From an optimization exercise on the open Yosys and OpenROAD flow, aimed at small area, a short achievable clock period and few clock cycles; shortcuts taken in it are not production practice.
The RTL was checked by simulation tests, not by an equivalence proof against the original design.

Setup of lagoon:
// policer_bank
module policer_bank (
    input  wire        clk,
    input  wire        rst,
    input  wire        req_valid,
    output wire        req_ready,
    input  wire [1:0]  req_op,         
    input  wire [2:0]  req_idx,
    input  wire [31:0] req_time,
    input  wire [15:0] req_len,
    input  wire [1:0]  req_colour,
    input  wire        req_type,
    input  wire        req_aware,
    input  wire        req_red_act,
    input  wire [28:0] req_cir,
    input  wire [28:0] req_pir,
    input  wire [23:0] req_cbs,
    input  wire [23:0] req_ebs,
    output reg         rsp_valid,
    output reg         rsp_ok,
    output reg  [1:0]  rsp_colour,
    output reg         rsp_red_act,
    output reg         rsp_en,
    output reg         rsp_type,
    output reg         rsp_aware,
    output reg  [28:0] rsp_cir,
    output reg  [28:0] rsp_pir,
    output reg  [23:0] rsp_cbs,
    output reg  [23:0] rsp_ebs,
    output reg  [23:0] rsp_committed,
    output reg  [23:0] rsp_tokens,
    output reg  [31:0] rsp_green,
    output reg  [31:0] rsp_yellow,
    output reg  [31:0] rsp_red
);
Size: about 19000 cells after synthesis, about 4900 flip-flops, ~250000 um^2 of cells after synthesis.
export LEC_CHECK = 0
export CAP_MARGIN = 20
export CORE_MARGIN = 2
export CORE_UTILIZATION = 35
export PLACE_DENSITY = 0.55
export SLEW_MARGIN = 20
create_clock -name core_clock -period 24.0 [get_ports {clk}]
standard.sh (not shown) runs the stock make flow with config.mk's settings and CLKGATE_MAP_FILE= SYNTH_SCRIPT=/design/flow/synth_recipe.tcl, a recipe that flattens the netlist after the stock synthesis.
==> flow/flow/run.sh <==
#!/bin/bash
# The standard layout (the standard.sh: standard synthesis, ORFS from
# floorplan to finish), except that the input and output ports are
# buffered with sky130_fd_sc_hd__buf_2 instead of the buffer cell that
# buffer_ports picks by default. Make's output goes to standard.log; each
# ORFS step writes its own log under orfs/logs/.
set -euo pipefail
export BUFFER_PORTS_ARGS="-buffer_cell sky130_fd_sc_hd__buf_2"
bash standard.sh > standard.log 2>&1
Testbench counts of lagoon, summed over its fixed seeds: cycles 26,760.
> inputs changed (lagoon -> nickel)
--- a/flow/design.v
+++ b/flow/design.v
@@ -4539,86 +4539,83 @@
         e_satc  <= d_satc;
         e_sate  <= d_sate;
     end
     wire [49:0] e_qc = e_qcs + e_qcc;
     wire [49:0] e_qe = e_qes + e_qec;
     wire        e_cfg   = (e_op == OP_CONFIG);
     wire        e_type  = e_cfg ? e_pl[50] : p_type[e_idx];
     wire        e_aware = e_cfg ? e_pl[49] : p_aware[e_idx];
     wire        e_red   = e_cfg ? e_pl[48] : p_red_act[e_idx];
     wire [23:0] e_cbs   = e_cfg ? e_pl[47:24] : p_cbs[e_idx*24 +: 24];
     wire [23:0] e_ebs   = e_cfg ? e_pl[23:0]  : p_ebs[e_idx*24 +: 24];
-    wire [24:0] e_ce    = {1'b0, e_cbs} + {1'b0, e_ebs};      
     always @(posedge clk) begin
         for (i = 0; i < 8; i = i + 1) begin
             if (e_v && e_en && e_cfg && e_idx == i) begin
                 p_type[i]          <= e_pl[50];
                 p_aware[i]         <= e_pl[49];
                 p_red_act[i]       <= e_pl[48];
                 p_cbs[i*24 +: 24]  <= e_pl[47:24];
                 p_ebs[i*24 +: 24]  <= e_pl[23:0];
             end
         end
     end
     reg        f_v;
     reg [1:0]  f_op;
     reg [2:0]  f_idx;
     reg        f_en;
     reg [57:0] f_pl;
     reg        f_type, f_aware, f_red;
     reg [23:0] f_cbs, f_ebs;
-    reg [24:0] f_ce;
     reg [41:0] f_qc;               
     reg [41:0] f_qt;               
     reg [17:0] f_qe;               
     reg [9:0]  f_plc, f_ple;
     reg        f_satc, f_sate;
     always @(posedge clk) begin
         f_v     <= e_v & ~rst;
         f_op    <= e_op;
         f_idx   <= e_idx;
         f_en    <= e_en;
         f_pl    <= e_pl;
         f_type  <= e_type;
         f_aware <= e_aware;
         f_red   <= e_red;
         f_cbs   <= e_cbs;
         f_ebs   <= e_ebs;
-        f_ce    <= e_ce;
         f_qc    <= e_qc[46:5];
         f_qt    <= e_type ? e_qe[46:5] : e_qc[46:5];
         f_qe    <= e_qe[22:5];
         f_plc   <= e_plc;
         f_ple   <= e_ple;
         f_satc  <= e_satc;
         f_sate  <= e_sate;
     end
     wire [15:0] f_len = f_pl[17:2];
     wire [1:0]  f_col = f_pl[1:0];
     wire [17:0] f_q18c = f_qc[17:0];
     wire [17:0] f_q18e = f_qe;
     wire [17:0] f_rc = {f_plc, 8'd0} - (f_q18c << 16) + (f_q18c << 14) + (f_q18c << 11) +
                        (f_q18c << 8) - (f_q18c << 5) + (f_q18c << 2) + f_q18c;
     wire [17:0] f_re = {f_ple, 8'd0} - (f_q18e << 16) + (f_q18e << 14) + (f_q18e << 11) +
                        (f_q18e << 8) - (f_q18e << 5) + (f_q18e << 2) + f_q18e;
     wire        f_cinc = !f_rc[17];
     wire        f_cine = !f_re[17];
     wire [44:0] f_qc45 = {3'd0, f_qc};
     wire [44:0] f_qt45 = {3'd0, f_qt};
     wire [28:0] f_ncbs = ~{5'd0, f_cbs};
     wire [28:0] f_nebs = ~{5'd0, f_ebs};
-    wire [28:0] f_nce  = ~{4'd0, f_ce};
     wire [44:0] f_ks   = f_qc45 + {45{1'b1}};                               
     wire [44:0] f_kov  = f_qc45 + {f_ncbs, 16'hFFFE};                       
     wire [44:0] f_kt   = f_qt45 + (f_type ? {45{1'b1}} : {f_ncbs, 16'hFFFF});
-    wire [44:0] f_kts  = f_qt45 + (f_type ? {f_nebs, 16'hFFFE} : {f_nce, 16'hFFFE});    
+    wire [44:0] f_kts  = f_qt45 + (f_type ? {f_nebs, 16'hFFFE} : {f_ncbs, 16'hFFFF}) +
+                         (f_type ? 45'd0 : {f_nebs, 16'hFFFF});                          
     reg        g_v;
     reg [1:0]  g_op;
     reg [2:0]  g_idx;
     reg        g_en;
     reg [57:0] g_pl;
     reg        g_type, g_aware, g_red;
     reg [23:0] g_cbs, g_ebs;
     reg [44:0] g_ks, g_kov, g_kt, g_kts;
     reg        g_cinc, g_cint, g_satc, g_satt;
     reg        g_ca0, g_ca1, g_m1, g_cr2;    
     reg [39:0] g_tc, g_te;
@@ -4762,23 +4759,23 @@
         rsp_tokens    <= k_qen ? k_le[39:16] : 24'd0;
         rsp_green     <= k_qdis ? 32'd0 : k_gc;
         rsp_yellow    <= k_qdis ? 32'd0 : k_yc;
         rsp_red       <= k_qdis ? 32'd0 : k_rc;
         h_gc          <= k_gc;
         h_yc          <= k_yc;
         h_rc          <= k_rc;
         h_col         <= k_out;
     end
     assign h_gc_new = h_cfg ? 32'd0 : (h_col == 2'd0 && h_gc != 32'hFFFFFFFF) ? h_gc + 32'd1 : h_gc;
     assign h_yc_new = h_cfg ? 32'd0 : (h_col == 2'd1 && h_yc != 32'hFFFFFFFF) ? h_yc + 32'd1 : h_yc;
-    assign h_rc_new = h_cfg ? 32'd0 : (h_col == 2'd2 && h_rc != 32'hFFFFFFFF) ? h_rc + 32'd1 : h_rc;
+    assign h_rc_new = h_cfg ? 32'd0 : (h_col[1]       && h_rc != 32'hFFFFFFFF) ? h_rc + 32'd1 : h_rc;
     always @(posedge clk) begin
         for (i = 0; i < 8; i = i + 1) begin
             if (k_wr && k_idx == i) begin
                 p_tc[i*40 +: 40]     <= k_tc_new;
                 p_te[i*40 +: 40]     <= k_te_new;
             end
             if (h_wr && h_idx == i) begin
                 p_green[i*32 +: 32]  <= h_gc_new;
                 p_yellow[i*32 +: 32] <= h_yc_new;
                 p_red[i*32 +: 32]    <= h_rc_new;
             end
Results
- Of the two values seen for endpoint of the worst setup timing path, rsp_colour[0] was produced by nickel and rsp_colour[1] by lagoon.
- In terms of CTS clock-pin slew for the worst setup and hold paths, nickel and lagoon differ only marginally.
- Looking at worst relative slew slack, nickel sits below lagoon.
- Between nickel and lagoon, the difference in area of the die is negligible.
- As far as critical path depth goes, nickel and lagoon are indistinguishable; the numbers are identical.
- Summary of nickel over lagoon: design area has remained practically unchanged; final RePlAce weighted congestion has increased.
- On routed wire length, nickel and lagoon are neck and neck.
- Compared with lagoon, in nickel via count lost 0.59%; portion of the layout cell area used by clock cells neither gained nor lost much.
- The placement-stage worst setup slack of lagoon and that of nickel are within noise of each other.
- ~same utilization in nickel and lagoon
Testbench counts of nickel, summed over its fixed seeds: cycles 26,760.

## separate check: timing with driven ports
The results above use ideal ports. As a check the final layouts listed here were re-extracted and re-timed, cells and wires unchanged. Step 1, drivers: a clkbuf_16 drives clk and a buf_2 each remaining input, both assumed. Step 2 adds t to the input delays and takes it off the output delays; t is the mean of the earliest and latest rising clock arrival at the registers after step 1. Input paths then give back, and output paths get back, about the clock's delay inside the block. Slacks: ideal / step 1 / step 2; pairs: ideal / step 1.
run	shift t [ns]	setup WS [ns]	worst hold slack (ns)	worst setup path at the end	slew at the worst register clock pin (ns)
lagoon	1.201	17.466 / 17.325 / 17.502	0.274 / 0.274 / 0.274	register to register	0.07 / 0.07
nickel	1.209	17.350 / 17.218 / 17.753	0.272 / 0.272 / 0.272	register to register	0.07 / 0.07
After both steps every run listed still meets setup and hold.
